Background: an optimization exercise with open tools, aiming at small area, a short achievable clock period and few clock cycles per item. Do not read the settings as production practice.
Function was checked by simulation only, so behaviour that the tests miss may differ from the original.
Power figures rest on the tool's default switching activity, not on a simulated workload.

==> flow/design.v <==
module zdiv (
    input  wire        clk,
    input  wire        rst,
    input  wire        in_valid,
    output wire        in_ready,
    input  wire [47:0] in_num,
    input  wire [47:0] in_den,
    input  wire [7:0]  in_e,
    output reg         out_valid,
    output reg  [47:0] out_q,
    output reg         out_wrap,
    output reg         out_inv
);
    localparam NW = 177;     
    localparam DW = 175;     
    localparam S_IDLE = 2'd0;
    localparam S_DIV  = 2'd1;
    localparam S_DONE = 2'd2;
    reg [1:0]    state;
    reg [7:0]    count;
    reg [NW-1:0] quo;        
    reg [DW:0]   rem;        
    reg [DW-1:0] den_r;
    reg          neg;
    reg          zero_den;
    assign in_ready = (state == S_IDLE);
    wire [47:0] num_mag = in_num[47] ? (~in_num + 48'd1) : in_num;
    wire [47:0] den_mag = in_den[47] ? (~in_den + 48'd1) : in_den;
    wire [7:0]  s_left  = in_e[7] ? (~in_e + 8'd1) : 8'd0;    
    wire [7:0]  s_right = in_e[7] ? 8'd0 : in_e;              
    wire [NW-1:0] n_init = {{(NW-49){1'b0}}, num_mag, 1'b0} << s_left;
    wire [DW-1:0] d_init = {{(DW-48){1'b0}}, den_mag} << s_right;
    wire [DW+1:0] trial = {rem, quo[NW-1]} - {2'b00, den_r};
    wire          fits  = ~trial[DW+1];
    wire          sticky = |rem;
    wire [NW:0]   t_up   = {1'b0, quo} + {{NW{1'b0}}, 1'b1};
    wire [NW-1:0] mag    = (neg && !sticky) ? {1'b0, quo[NW-1:1]} : t_up[NW:1];
    wire [NW:0]   q_full = neg ? (~{1'b0, mag} + {{NW{1'b0}}, 1'b1}) : {1'b0, mag};
    wire          q_wrap = ~((&q_full[NW:47]) | ~(|q_full[NW:47]));
    always @(posedge clk) begin
        if (rst) begin
            state     <= S_IDLE;
            out_valid <= 1'b0;
        end else begin
            out_valid <= 1'b0;
            case (state)
                S_IDLE: begin
                    if (in_valid) begin
                        quo      <= n_init;
                        rem      <= {(DW+1){1'b0}};
                        den_r    <= d_init;
                        neg      <= in_num[47] ^ in_den[47];
                        zero_den <= (in_den == 48'd0);
                        count    <= 8'd0;
                        state    <= S_DIV;
                    end
                end
                S_DIV: begin
                    if (fits)
                        rem <= trial[DW:0];
                    else
                        rem <= {rem[DW-1:0], quo[NW-1]};
                    quo   <= {quo[NW-2:0], fits};
                    count <= count + 8'd1;
                    if (count == NW - 1)
                        state <= S_DONE;
                end
                S_DONE: begin
                    out_valid <= 1'b1;
                    out_q     <= zero_den ? 48'd0 : q_full[47:0];
                    out_wrap  <= zero_den ? 1'b0  : q_wrap;
                    out_inv   <= zero_den;
                    state     <= S_IDLE;
                end
                default: state <= S_IDLE;
            endcase
        end
    end
endmodule
==> flow/run.sh <==
#!/bin/bash
# synth_recipe.tcl (not shown) runs the flow's synth.tcl, then flattens the netlist and writes it again
# the make line also repeats each setting of config.mk as NAME=value (left out here)
make -C /OpenROAD-flow-scripts/flow DESIGN_CONFIG=/design/flow/config.mk WORK_HOME=/design/flow/orfs CLKGATE_MAP_FILE= SYNTH_SCRIPT=/design/flow/synth_recipe.tcl finish
==> flow/config.mk <==
export PLATFORM = sky130hd
export DESIGN_NAME = zdiv
export DESIGN_NICKNAME = zdiv
export VERILOG_FILES = /design/flow/design.v
export SDC_FILE = /design/flow/constraint.sdc
export NUM_CORES = 4
export LEC_CHECK = 0
export CAP_MARGIN = 20
export CORE_MARGIN = 2
export CORE_UTILIZATION = 30
export PLACE_DENSITY = 0.45
export SLEW_MARGIN = 20
==> flow/constraint.sdc <==
create_clock -name core_clock -period 10.0 [get_ports {clk}]
set_input_delay 2.0000 -clock core_clock [delete_from_list [all_inputs] [get_ports {clk}]]
set_output_delay 2.0000 -clock core_clock [all_outputs]
set_load 0.01 [all_outputs]
==> impl_metrics.json, run 1 <==
{
  "outcome": "finished clean",
  "final_cell_count_no_fill": 9922,
  "cts_made_buffers": 80,
  "clockRootBuffer": "clkbuf_16",
  "synth_edf_count": 588,
  "antenna_found_initial": 14,
  "grt_pass1_wl_mm": 393,
  "combPwrFrac": 0.334,
  "grt_pass1_vias": 56100,
  "row_count": 161,
  "hold-path-cell-count": 1,
  "rsz0062_at_grt": "no",
  "drv_cap": 0,
  "slew_headroom": 0.205,
  "die_area_um2": 197000,
  "dp_cells": 9773,
  "crit_arrival_ns": 9.16,
  "coreArea_um2": 192000,
  "synth_area_um2": 57900,
  "crit_slowest_cell": "or4_2",
  "required_ns": 10.45,
  "tritoncts": "done",
  "crit_buf_inv": 2,
  "die_w_um": 443,
  "syn_nets": 7753,
  "synth.distinct_cells": 99,
  "grtUsageMet2": 0.427,
  "drv_slew": 0,
  "reg2regPathDepth": 19,
  "crit_family": "simple AND/OR/NAND/NOR gates",
  "fin_crit_sh": 0.871,
  "drive_gt1_frac": 0.0489,
  "min-delay-start": "count[0]$_SDFFCE_PN0P_",
  "leakage_nw": 23.5,
  "post_cts_resized": 0,
  "synthArstFlopShare": 0,
  "area_delta_synth_final_pct": 11.4,
  "startpoint": "rem[93]$_SDFFCE_PN0P_",
  "hold_class": "reg2reg",
  "cp_cell_sequence": "nor4_1 > nand4_1 > or4_1 > or4_2 > buf_4 > nand3_1 > xor2_1 > nand3_1 > nor4_2 > buf_4 > nand3_1 > or3_4 > o21ai_0 > xnor2_1 > or4_1 > or4_1 > or4_1 > nor4_1 > a311oi_1",
  "cts_max_level": 3,
  "place_hpwl_mm": 214,
  "start_util": 0.301,
  "firstDrtPassIters": 7,
  "power_frac_seq": 0.344,
  "fin_skew_ns": 0.0402,
  "drt_iter0_markers": 6163,
  "yosysSeqAreaShare": 0.306,
  "io-pin-count": 159,
  "postCtsHoldBufs": 0,
  "worstSetupPathType": "reg2reg",
  "grtUsageTotal": 0.265,
  "synthFlopType": "edfxtp_1",
  "numPortBuffers": 158,
  "fmax_mhz": 115,
  "path_max_fanout": 41,
  "top_usage_layer": "met2",
  "syn_avg_cell_area_um2": 7.76,
  "ir_worst_vdd_v": 0.000110,
  "postSynthCellCount": 7464,
  "p_int_mw": 5.69,
  "fin_util": 0.336,
  "antenna_left": 0,
  "hold_viol_final": 0,
  "num_vias": 58900,
  "grt_overflow": 0,
  "cp_common_cell": "or4_1",
  "period_needed_ns": 8.71,
  "fin_nets": 7618,
  "wl_mm": 271,
  "crit_path_end_kind": "flop",
  "start_kind": "flop",
  "grt_use_met1": 0.345,
  "switching_share": 0.387,
  "setup_viol": 0,
  "drc": 0,
  "p_sw_mw": 3.59,
  "max_stage_delay_ns": 0.95,
  "ys.warnings.count": 1,
  "clk_pin_slew_ns": 0.08,
  "clock_latency_ns": 0.73,
  "grt_max_degree": 156,
  "place_congestion": 1.01,
  "tightest_slew_ns": 1.18,
  "clock_path_buffers": 3,
  "p_per_area_nw_per_um2": 144,
  "clkPwrFrac": 0.322,
  "hold_slack_ns": 0.590,
  "r2r-start": "rem[93]$_SDFFCE_PN0P_",
  "cp_num_cells": 19,
  "wire_per_inst_um": 27.3,
  "power.total_mw": 9.28,
  "clock-sinks": 591,
  "yosys_register_bits": 591,
  "die_y_um": 443,
  "route.detailed.vias_per_inst": 5.93,
  "cts_setup_buffers": 0,
  "met3_usage": 0.0297
}
[cell families (layout without fill, tap and decap cells)]
family	count (synthesis)	count (layout)	share of synthesized area
muxes	258	258	0.0451
DFF	591	591	0.306
AOI/OAI and AO/OA	1928	1928	0.208
xor gates and xnor gates	557	557	0.0843
buffers and inverters	781	705	0.0521
and+or+nand+nor	3167	3167	0.265
other	0	8	0
adders and majority gates	182	182	0.0394
[cells in the final DEF, fill, tap and decap left out, types with 30 or more instances in the layout]
master	Yosys	final
clkbuf_16	0	80
nor2b_1	33	30
nand2b_1	51	45
mux2i_1	244	244
nor4_1	160	159
clkdlybuf4s50_1	0	155
a31oi_1	52	52
ha_1	181	181
xor2_1	242	241
o21a_1	41	41
nor2_1	695	689
nand4_1	252	252
nand2_1	1078	1073
a22o_1	59	59
nor3_1	210	209
o21ai_0	430	430
or3_1	67	67
inv_1	286	286
nand3_1	227	227
or4_1	61	60
o21bai_1	65	65
o22ai_1	78	78
o41ai_1	36	36
o31ai_1	81	81
a22oi_1	39	39
edfxtp_1	588	588
xnor2_1	314	313
a211oi_1	34	34
and2_1	81	79
a21o_1	129	129
and3_1	77	77
buf_4	9	112
and4_1	50	50
a21oi_1	654	654
[cell usage after synthesis, types with 59 or more instances]
library cell | count | share of area
edfxtp_1 | 588 | 0.30
clkbuf_1 | 417 | 0.027
nor3_1 | 210 | 0.018
a22o_1 | 59 | 0.0089
and2_1 | 81 | 0.0087
o21bai_1 | 65 | 0.0084
mux2i_1 | 244 | 0.042
or4_1 | 61 | 0.0079
nand4_1 | 252 | 0.027
a21oi_1 | 654 | 0.056
xnor2_1 | 314 | 0.047
a21o_1 | 129 | 0.017
o21ai_0 | 430 | 0.037
xor2_1 | 242 | 0.037
or3_1 | 67 | 0.0072
nor2_1 | 695 | 0.045
nand3_1 | 227 | 0.020
nor4_1 | 160 | 0.017
o31ai_1 | 81 | 0.010
o22ai_1 | 78 | 0.0084
ha_1 | 181 | 0.039
inv_1 | 286 | 0.019
and3_1 | 77 | 0.0083
nand2_1 | 1078 | 0.070
[final cells by class]
cell class | count | area [um^2]
inverters | 286 | 1070
repair buffers | 278 | 2570
diodes | 8 | 20.0
clock inverters | 55 | 633
fillers | 20700 | 128000
multi-input cells | 6092 | 37400
clock buffers | 86 | 2020
well taps | 2526 | 3160
flip-flops and latches | 591 | 17700
[power by group through the flow]
stage / combinational [mW] / sequential (mW) / clock, mW
floorplan: 2.00 / 3.12 / 0
global placement: 3.06 / 3.22 / 0
detailed placement: 3.03 / 3.23 / 0
CTS: 3.05 / 3.18 / 3.05
global route: 3.33 / 3.20 / 3.14
finish: 3.10 / 3.19 / 2.99
[per-stage QoR]
step                      TNS, ns  worst slack (ns)  area [um^2]
final                           0              1.29        64600
after global routing            0             0.955        64500
after CTS                       0              1.29        64500
after detailed placement        0              1.30        61900
after global placement          0              1.17        61900
after floorplan           -371.66             -1.03        58000
[registers in the layout, indices dropped and copies added, names as in the netlist]
name,count
neg,1
den_r,175
quo,177
zero_den,1
out_inv,1
out_q,48
rem,176
out_valid,1
state,2
out_wrap,1
count,8
[per-layer routing]
layer	routed length, um	share of wire	vias to the layer above
li1	-	-	27200
met5	58	0.00021	-
met3	16000	0.059	584
met4	17000	0.063	8
met2	123000	0.46	2543
met1	114000	0.42	28500
[final timing paths]
kind | slack [ns] | end
max | 1.29 | out_wrap$_SDFFCE_PP0P_
min | 0.59 | count[0]$_SDFFCE_PN0P_
max reg2reg | 1.29 | out_wrap$_SDFFCE_PP0P_
min reg2reg | 0.59 | count[0]$_SDFFCE_PN0P_
Testbench counts, summed over its fixed seeds: cycles 572,808, items 3,200.
==> run 2: changes to the inputs <==
==> flow/design.v (replaced) <==
module zdiv (
    input  wire        clk,
    input  wire        rst,
    input  wire        in_valid,
    output wire        in_ready,
    input  wire [47:0] in_num,
    input  wire [47:0] in_den,
    input  wire [7:0]  in_e,
    output reg         out_valid,
    output wire [47:0] out_q,
    output reg         out_wrap,
    output reg         out_inv
);
    localparam S_IDLE = 2'd0;
    localparam S_RUN  = 2'd1;
    localparam S_FIN  = 2'd2;
    reg [1:0]  state;
    reg [48:0] R;
    reg [47:0] D;
    reg [47:0] Q;
    reg [8:0]  C;
    reg        neg;
    reg        inv;
    reg        first;
    reg        y48;
    reg        ok;
    assign out_q    = Q;
    assign in_ready = (state == S_IDLE) | (state == S_FIN);
    wire   acc      = in_valid & in_ready;
    wire dnorm = D[47] ^ D[46];
    wire d_sk8 = (&D[47:39]) | ~(|D[47:39]);
    wire r_sk8 = (&R[47:39]) | ~(|R[47:39]);
    wire r_sk1 = ~(R[47] ^ R[46]);
    wire        same = ~(R[48] ^ D[47]);
    wire [47:0] sum  = R[47:0] + (D ^ {48{same}}) + {47'd0, same};
    wire c_le0 = C[8] | (C == 9'd0);
    wire c_one = (C == 9'd1);
    wire        r_zero = ~(|R);
    wire        rc     = (R[48] == D[47]) | (D[47] & r_zero);
    wire [48:0] qinc   = {1'b0, Q} + {48'd0, rc};
    wire zero_fin = first & dnorm & c_le0;
    wire d_shift  = ~dnorm;
    wire r_skip8  = first & ~zero_fin & r_sk8;
    wire r_skip1  = first & ~dnorm & ~r_sk8 & r_sk1;
    wire digit    = ~zero_fin & dnorm & ~(first & r_sk8);
    wire [8:0] dinc = d_shift ? (d_sk8 ? 9'd8 : 9'd1) : 9'd0;
    wire [8:0] rdec = r_skip8 ? 9'd8 : ((r_skip1 | digit) ? 9'd1 : 9'd0);
    always @(posedge clk) begin
        if (rst) begin
            state     <= S_IDLE;
            out_valid <= 1'b0;
        end else begin
            out_valid <= (state == S_FIN);
            if (state == S_FIN) begin
                Q        <= first ? 48'd0 : qinc[47:0];
                out_wrap <= ~first & (~ok | (y48 ^ qinc[48] ^ qinc[47]));
                out_inv  <= inv;
            end
            if (acc) begin
                R     <= {in_num[47], in_num};
                D     <= in_den;
                C     <= 9'd2 - {in_e[7], in_e};
                neg   <= in_num[47] ^ in_den[47];
                inv   <= (in_den == 48'd0);
                first <= 1'b1;
                state <= (in_den == 48'd0) ? S_FIN : S_RUN;
            end else if (state == S_FIN) begin
                state <= S_IDLE;
            end else if (state == S_RUN) begin
                if (zero_fin)
                    state <= S_FIN;
                if (d_shift)
                    D <= d_sk8 ? {D[39:0], 8'd0} : {D[46:0], 1'b0};
                if (r_skip8)
                    R <= {R[40:0], 8'd0};
                else if (r_skip1)
                    R <= {R[47:0], 1'b0};
                else if (digit)
                    R <= {sum, 1'b0};
                C <= C + dinc - rdec;
                if (digit) begin
                    first <= 1'b0;
                    if (c_one)
                        state <= S_FIN;
                    if (first) begin
                        Q   <= {48{neg}};
                        y48 <= neg;
                        ok  <= 1'b1;
                    end else begin
                        Q   <= {Q[46:0], same};
                        y48 <= Q[47];
                        ok  <= ok & (y48 == Q[47]);
                    end
                end
            end
        end
    end
endmodule
==> impl_metrics.json, run 2 <==
{
  "synth_top_area_cell": "edfxtp_1",
  "post-synth-top-area-fraction": 0.362,
  "leakage_nw": 5.72,
  "drt_iter0_markers": 890,
  "io-pin-count": 159,
  "synth_area_leaders": "edfxtp_1 36%, xnor2_1 6.6%, ha_1 5.7%, nand2_1 5.3%, o21ai_0 4.8%",
  "fin_crit_sh": 0.492,
  "rsz0062_at_grt": "no",
  "grt_pass1_vias": 12000,
  "tritoncts": "done",
  "cts_max_level": 4,
  "reg2regPathDepth": 19,
  "place_congestion": 0.899,
  "row_count": 77,
  "grtUsageTotal": 0.208,
  "drv_cap": 0,
  "fin_nets": 1797,
  "grt_pass1_wl_mm": 73.7,
  "grt_overflow": 0,
  "grt_max_degree": 90,
  "route.detailed.vias_per_inst": 5.42,
  "numPortBuffers": 158,
  "syn_avg_cell_area_um2": 8.71,
  "setup_viol": 0,
  "clock_latency_ns": 0.50,
  "hold_class": "reg2reg",
  "tightest_slew_ns": 1.08,
  "period_needed_ns": 4.92,
  "firstDrtPassIters": 5,
  "synthFlopType": "edfxtp_1",
  "multi_input_area_um2": 7970,
  "yosys_register_bits": 164,
  "hold_end": "out_inv$_DFFE_PP_",
  "coreArea_um2": 44000,
  "synth_area_um2": 13400,
  "path_max_fanout": 62,
  "required_ns": 10.20,
  "fin_skew_ns": 0.0180,
  "fin_setup_tns_ns": 0,
  "switching_share": 0.395,
  "die_area_um2": 46200,
  "ys.warnings.count": 1,
  "r2r_setup_slack_ns": 5.08,
  "outcome": "finished clean",
  "antenna_found_initial": 0,
  "p_sw_mw": 1.23,
  "clock-sinks": 164,
  "start_kind": "flop",
  "synth.distinct_cells": 82,
  "top_regs": "R: 49 flops, D: 48 flops, Q: 48 flops",
  "drc": 0,
  "place_hpwl_mm": 35.3,
  "num_vias": 12100,
  "postCtsHoldBufs": 0,
  "synthArstFlopShare": 0,
  "drive_gt1_frac": 0.0488,
  "die_w_um": 215,
  "p_int_mw": 1.88,
  "crit_arrival_ns": 5.13,
  "r2r_end": "C[8]$_DFFE_PP_",
  "largest_reg_flops": 49,
  "worstSetupPathType": "reg2reg",
  "clockRootBuffer": "clkbuf_16",
  "cts_setup_buffers": 0,
  "yosys-top-cells-count": "190 x nand2_1, 161 x edfxtp_1, 127 x o21ai_0, 107 x nor2_1, 100 x xnor2_1",
  "hold_viol_final": 0,
  "ir_worst_vdd_v": 0.000140,
  "regMostFlops": "R",
  "area_delta_synth_final_pct": 20.5,
  "seqCellArea_um2": 4890,
  "slew_headroom": 0.276,
  "start_util": 0.303,
  "wl_mm": 48.1,
  "combPwrFrac": 0.441,
  "clkPwrFrac": 0.240,
  "postSynthCellCount": 1533,
  "synth.most_common_cell": "nand2_1",
  "crit_path_end_kind": "flop",
  "fmax_mhz": 203,
  "r2r-start": "C[7]$_DFFE_PP_",
  "synth_edf_count": 161,
  "fillerInstances": 4556,
  "clk_pin_slew_ns": 0.07,
  "syn_nets": 1704,
  "power_frac_seq": 0.319,
  "p_per_area_nw_per_um2": 193,
  "layout_commonest_cell": "nand2_1",
  "post_cts_resized": 0,
  "cts_made_buffers": 17,
  "clock_path_buffers": 2,
  "drv_slew": 0,
  "min-delay-start": "inv$_DFFE_PP_",
  "yosysSeqAreaShare": 0.367,
  "wire_per_inst_um": 21.5,
  "die_y_um": 215,
  "antenna_left": 0,
  "fin_util": 0.365,
  "mostFrequentLayoutCells": "189 x nand2_1, 161 x edfxtp_1, 158 x clkdlybuf4s50_1",
  "hold-path-cell-count": 0
}
## run 2: changes by cell type after synthesis, moves of 155 or more
cell | before | now
edfxtp_1 | 588 | 161
xnor2_1 | 314 | 100
xor2_1 | 242 | 32
nor2_1 | 695 | 107
nand2_1 | 1078 | 190
inv_1 | 286 | 42
mux2i_1 | 244 | 51
nor3_1 | 210 | 55
nand3_1 | 227 | 50
a21oi_1 | 654 | 95
o21ai_0 | 430 | 127
nand4_1 | 252 | 29
clkbuf_1 | 417 | 70
## run 2: per-stage QoR
step	total power [mW]	hold slack (ns)	instances	cell area [um^2]	setup WS, ns
finish	3.11	0.483	2233	16100	5.08
global route	3.30	0.505	2231	16100	4.76
CTS	3.12	0.486	2231	16100	5.09
detailed placement	2.36	0.459	2199	15500	4.73
global placement	2.37	0.455	2199	15500	4.74
floorplan	1.94	0.400	1533	13400	2.87
## run 2: power groups by stage
stage | clock network, mW | logic (mW) | registers [mW]
finish | 0.744 | 1.37 | 0.991
global route | 0.784 | 1.51 | 1.00
CTS | 0.766 | 1.37 | 0.992
detailed placement | 0 | 1.36 | 1.01
global placement | 0 | 1.36 | 1.01
floorplan | 0 | 0.974 | 0.966
## run 2: layer usage
layer	routed length, um	GRT usage	vias to the layer above
met5	0	0	-
met4	1160	0.0736	0
li1	-	-	5935
met3	2120	0.0389	57
met1	23300	0.290	5833
met2	21600	0.321	277
## run 2: critical path, cell delays in order, from the launching register on
cell and delay (ns):
edfxtp_1 0.41, inv_1 0.10, ha_1 0.14, nand2_1 0.09
o41ai_1 0.54, nand2_1 0.14, nand3_2 0.10, buf_4 0.54
inv_1 0.59, fa_1 0.68, inv_1 0.05, ha_1 0.28
a21oi_1 0.20, inv_1 0.06, a21oi_1 0.15, o21bai_1 0.10
a21oi_1 0.16, o21bai_1 0.09, xnor2_1 0.14, o21ai_0 0.08
## run 2: area by class of cell
cell class                 instances  area share
inverter                          42      0.0100
sequential                       164       0.304
clock inverter                    13      0.0123
clock buffer                      19      0.0269
timing repair buffer             173       0.105
antenna                            2    0.000311
multi-input combinational       1228       0.495
tap                              592      0.0460
## run 2: worst max-delay path by stage
stage / start / end / cells past startpoint
global route: C[7]$_DFFE_PP_ / C[8]$_DFFE_PP_ / 19
CTS: C[7]$_DFFE_PP_ / C[8]$_DFFE_PP_ / 19
floorplan: in_valid / R[0]$_SDFFCE_PN0P_ / 4
global placement: in_valid / R[17]$_DFFE_PP_ / 7
detailed placement: in_valid / R[17]$_DFFE_PP_ / 7
finish: C[7]$_DFFE_PP_ / C[8]$_DFFE_PP_ / 19
## run 2: kinds of logic after synthesis
family | share of synthesized area
xor gates and xnor gates | 0.0866
and+or+nand+nor | 0.184
adders and majority gates | 0.0617
muxes | 0.0391
DFF | 0.367
AOI/OAI and AO/OA | 0.221
buffers and inverters | 0.0418
Testbench counts of run 2, summed over its fixed seeds: cycles 104,573, items 3,200.

-- what the ideal ports hide --
The results above use ideal ports. As a check the final layouts listed here were re-extracted and re-timed, cells and wires unchanged.
Step 1: set_driving_cell puts a clkbuf_16 on clk and a buf_2 on each other input, an assumption about the parent block.
Step 2 moves the port delays by t, midway between the first and last clock arrival at a register: inputs arrive t later, outputs are due t later. That takes back most of the time a late clock gives input paths.
a / b / c = ideal / step 1 / step 2; a / b = the first two.
run	t, ns	setup WS [ns]	worst register clock-pin slew, ns	worst data-port slew with drivers (ns)
run 1	0.795	1.289 / 1.289 / 1.289	0.08 / 0.08	0.21
run 2	0.546	5.075 / 5.075 / 4.783	0.08 / 0.08	0.07
After both steps setup and hold are still met in every run listed. The setup slack of run 2, which loses most, moves by 0.000 ns with the drivers and by -0.292 ns with both steps.
